From an optimization exercise on the open Yosys and OpenROAD flow, aimed at small area and a short achievable clock period; shortcuts taken in it are not production practice.
Where RTL was checked, it was by simulation tests only, not by an equivalence proof against the original.

==> inputs of job 404 <==
// pxp_layer_engine
module pxp_layer_engine (
    input  wire         clk,
    input  wire         rst,
    input  wire         cfg_we,
    input  wire [2:0]   cfg_sel,
    input  wire [39:0]  cfg_data,
    input  wire         in_valid,
    input  wire [159:0] in_pix,
    input  wire [3:0]   in_transp,
    input  wire [3:0]   in_err,
    output wire         out_valid,
    output wire [29:0]  out_pix,
    output wire         out_err
);
==> flow/config.mk <==
export PLATFORM = sky130hd
export DESIGN_NAME = pxp_layer_engine
export DESIGN_NICKNAME = pxp_layer_engine
export VERILOG_FILES = /design/flow/design.v
export SDC_FILE = /design/flow/constraint.sdc
export NUM_CORES = 4
export LEC_CHECK = 0
export ABC_AREA = 1
export CAP_MARGIN = 20
export CORE_MARGIN = 2
export CORE_UTILIZATION = 40
export SLEW_MARGIN = 20
export SYNTH_HIERARCHICAL = 1
==> flow/constraint.sdc <==
create_clock -name core_clock -period 90.0 [get_ports {clk}]
set_input_delay 18.0000 -clock core_clock [delete_from_list [all_inputs] [get_ports {clk}]]
set_output_delay 18.0000 -clock core_clock [all_outputs]
set_load 0.01 [all_outputs]
standard.sh (not shown) runs the stock make flow with config.mk's settings and CLKGATE_MAP_FILE= SYNTH_SCRIPT=/design/flow/synth_recipe.tcl, a recipe that flattens the netlist after the stock synthesis.
==> flow/flow/run.sh <==
#!/bin/bash
# The standard layout (the standard.sh, unchanged synthesis and steps),
# with one change: the port buffers that global placement inserts are
# sky130_fd_sc_hd__buf_2 instead of the default pick (a slow delay buffer),
# so paths from the inputs and to the outputs are shorter.
set -euo pipefail
bash standard.sh "BUFFER_PORTS_ARGS=-buffer_cell sky130_fd_sc_hd__buf_2" finish 2>&1 | tee standard.log
==> job 6063 (differences from job 404) <==
==> flow/run.sh (new file) <==
#!/bin/bash
# synth_recipe.tcl (not shown) runs the flow's synth.tcl, then flattens the netlist and writes it again
# the make line also repeats each setting of config.mk as NAME=value (left out here)
make -C /OpenROAD-flow-scripts/flow DESIGN_CONFIG=/design/flow/config.mk WORK_HOME=/design/flow/orfs CLKGATE_MAP_FILE= SYNTH_SCRIPT=/design/flow/synth_recipe.tcl finish
removed: flow/flow/run.sh
removed: flow/standard.sh
==> summary.txt <==
	job 6063	job 404
Outcome	no timing/DRC/antenna violations	no timing/DRC/antenna violations
Worst R2R Start	bg[24]	bg[8]
Final estimated routing congestion in global placement	0.906	0.910
Hold Path End	r5_f[22]	r1_f[104]
Endpoint of the lowest-slack register-to-register path	r4_b[23]	r4_b[4]
Final setup skew	0.104 ns	0.0962 ns
Share of the core filled with cells	0.438	0.433
GRT met2 Usage	0.339	0.339
Detailed route wirelength on metal3	20900 um	19900 um
Clock buffer and inverter area fraction after layout	0.0464	0.0448
Count of vias placed by the detailed router	80700	80600
Layout Cell Area excl Fill	124000 um^2	122000 um^2
No functional check of the RTL was part of any run of this note.

==> job 177: inputs <==
Another version of the RTL of pxp_layer_engine (not shown whole).
Settings: LEC_CHECK=0, CAP_MARGIN=20, CORE_MARGIN=2, CORE_UTILIZATION=40, SLEW_MARGIN=20, SYNTH_HIERARCHICAL=1; clock period 90.0 ns.
==> flow/flow/run.sh <==
#!/bin/bash
# The standard layout (the standard.sh, unchanged synthesis and steps),
# with one change: the port buffers that global placement inserts are
# sky130_fd_sc_hd__buf_2 instead of the default pick (a slow delay buffer),
# so paths from the inputs and to the outputs are shorter.
set -euo pipefail
bash standard.sh "BUFFER_PORTS_ARGS=-buffer_cell sky130_fd_sc_hd__buf_2" finish 2>&1 | tee standard.log
==> job 1085: changes against job 177 <==
--- a/flow/design.v
+++ b/flow/design.v
@@ -10,38 +10,35 @@
     input  wire [3:0]   in_err,
     output wire         out_valid,
     output wire [29:0]  out_pix,
     output wire         out_err
 );
     localparam NL = 4;
-    reg        l_en      [0:NL-1];
+    reg [NL-1:0] l_en;
     reg        l_premult [0:NL-1];
     reg [1:0]  l_key     [0:NL-1];
     reg        l_invert  [0:NL-1];
     reg [1:0]  l_keylay  [0:NL-1];
     reg [9:0]  l_global  [0:NL-1];
     reg [9:0]  l_clip_lo [0:NL-1];
     reg [9:0]  l_clip_hi [0:NL-1];
     reg [29:0] bg;
     reg [2:0]  nlayers;
-    integer i;
+    wire we_eng = cfg_we && cfg_sel == 3'd4;
     always @(posedge clk) begin
-        if (rst) begin
-            for (i = 0; i < NL; i = i + 1)
-                l_en[i] <= 1'b0;
-            bg      <= {10'd64, 10'd512, 10'd512};
-            nlayers <= 3'd0;
-        end else if (cfg_we) begin
-            if (cfg_sel < NL) begin
-                l_en[cfg_sel[1:0]] <= cfg_data[39];
-            end else if (cfg_sel == 3'd4) begin
-                bg      <= cfg_data[29:0];
-                nlayers <= (cfg_data[32:30] > NL) ? NL[2:0] : cfg_data[32:30];
-            end
+        if (rst || we_eng) begin
+            bg      <= rst ? {10'd64, 10'd512, 10'd512} : cfg_data[29:0];
+            nlayers <= rst ? 3'd0 : (cfg_data[32:30] > NL) ? NL[2:0] : cfg_data[32:30];
         end
     end
+    integer ie;
+    always @(posedge clk) begin
+        for (ie = 0; ie < NL; ie = ie + 1)
+            if (rst || (cfg_we && cfg_sel == ie))
+                l_en[ie] <= !rst && cfg_data[39];
+    end
     always @(posedge clk) begin
         if (cfg_we && cfg_sel < NL) begin
             l_premult[cfg_sel[1:0]] <= cfg_data[38];
             l_key[cfg_sel[1:0]]     <= cfg_data[37:36];
             l_invert[cfg_sel[1:0]]  <= cfg_data[35];
             l_keylay[cfg_sel[1:0]]  <= cfg_data[33:32];
CTS_BUF_LIST = sky130_fd_sc_hd__clkbuf_16   (was unset)
CTS_CLUSTER_DIAMETER = 100   (was unset)
CTS_CLUSTER_SIZE = 25   (was unset)
==> comparison table <==
Post-synthesis instance area: job 177 0.1098 mm2; job 1085 0.1099 mm2
Number of inverters outside the clock class in the layout: job 177 1,040; job 1085 1,023
Detailed route wirelength on metal3: job 177 15,590 um; job 1085 16,800 um
Result of the run: job 177 complete, no violations; job 1085 complete, no violations
Routed length per placed instance: job 177 21.38 um; job 1085 21.91 um
Number of clock-tree buffers in the layout: job 177 205; job 1085 94
Detailed-route vias per instance: job 177 5.264; job 1085 5.294
Clock transition at path regs: job 177 0.06 ns; job 1085 0.09 ns
Total cell area at the placement stage: job 177 0.1160 mm2; job 1085 0.1159 mm2
Die Area: job 177 0.2788 mm2; job 1085 0.2791 mm2
Crit share post-route: job 177 21.41%; job 1085 21.45%
Overall die height: job 177 528.0 um; job 1085 528.3 um
1st-pass router iterations: job 177 7; job 1085 6
FMAX: job 177 0.05189 GHz; job 1085 0.05179 GHz
Wire length reported by the detailed router: job 177 289,200 um; job 1085 290,500 um
Final antenna diode count: job 177 9; job 1085 16
Count of cells along the worst register-to-register path: job 177 67; job 1085 57
Worst Max-Slew Pin Slew: job 177 1.133 ns; job 1085 1.137 ns
Avg Inst Size Synth: job 177 11.68 um2; job 1085 11.85 um2
Post-placement setup slack: job 177 70.16 ns; job 1085 69.90 ns
Overall fraction of global-route tracks in use: job 177 20.75%; job 1085 20.89%
Multi-input gate share of total cell area: job 177 62.65%; job 1085 63.77%
Only the layout flow was run in job 1085; the RTL was not checked for function there.

==> afterwards: timing with drivers on the ports <==
The flow's constraints put no driver on any port. The routed layouts listed below were extracted and timed again, unchanged, in two steps. Step 1 assumes that a clkbuf_16 drives the clock port and a buf_2 every other input. Step 2 moves the port delays by t, midway between the first and last clock arrival at a register: inputs arrive t later, outputs are due t later. That takes back most of the time a late clock gives input paths. Three values: ideal, step 1, step 2; two values: the first two.
| run | t, ns | slack for setup (ns) | worst hold slack (ns) | worst register clock-pin slew, ns | pins driven straight from the clock port |
|---|---|---|---|---|---|
| job 404 | 0.937 | 70.674 / 70.568 / 69.940 | 0.248 / 0.248 / 0.248 | 0.08 / 0.08 | 1 |
| job 6063 | 0.936 | 70.279 / 70.173 / 69.633 | 0.288 / 0.288 / 0.288 | 0.08 / 0.08 | 1 |
| job 177 | 0.928 | 70.728 / 70.633 / 70.477 | 0.280 / 0.280 / 0.280 | 0.07 / 0.07 | 1 |
| job 1085 | 0.923 | 70.692 / 70.591 / 69.930 | 0.297 / 0.297 / 0.297 | 0.10 / 0.10 | 1 |
After both steps setup and hold are still met in every run listed. The setup slack of job 1085, which loses most, moves by -0.101 ns with the drivers and by -0.762 ns with both steps.
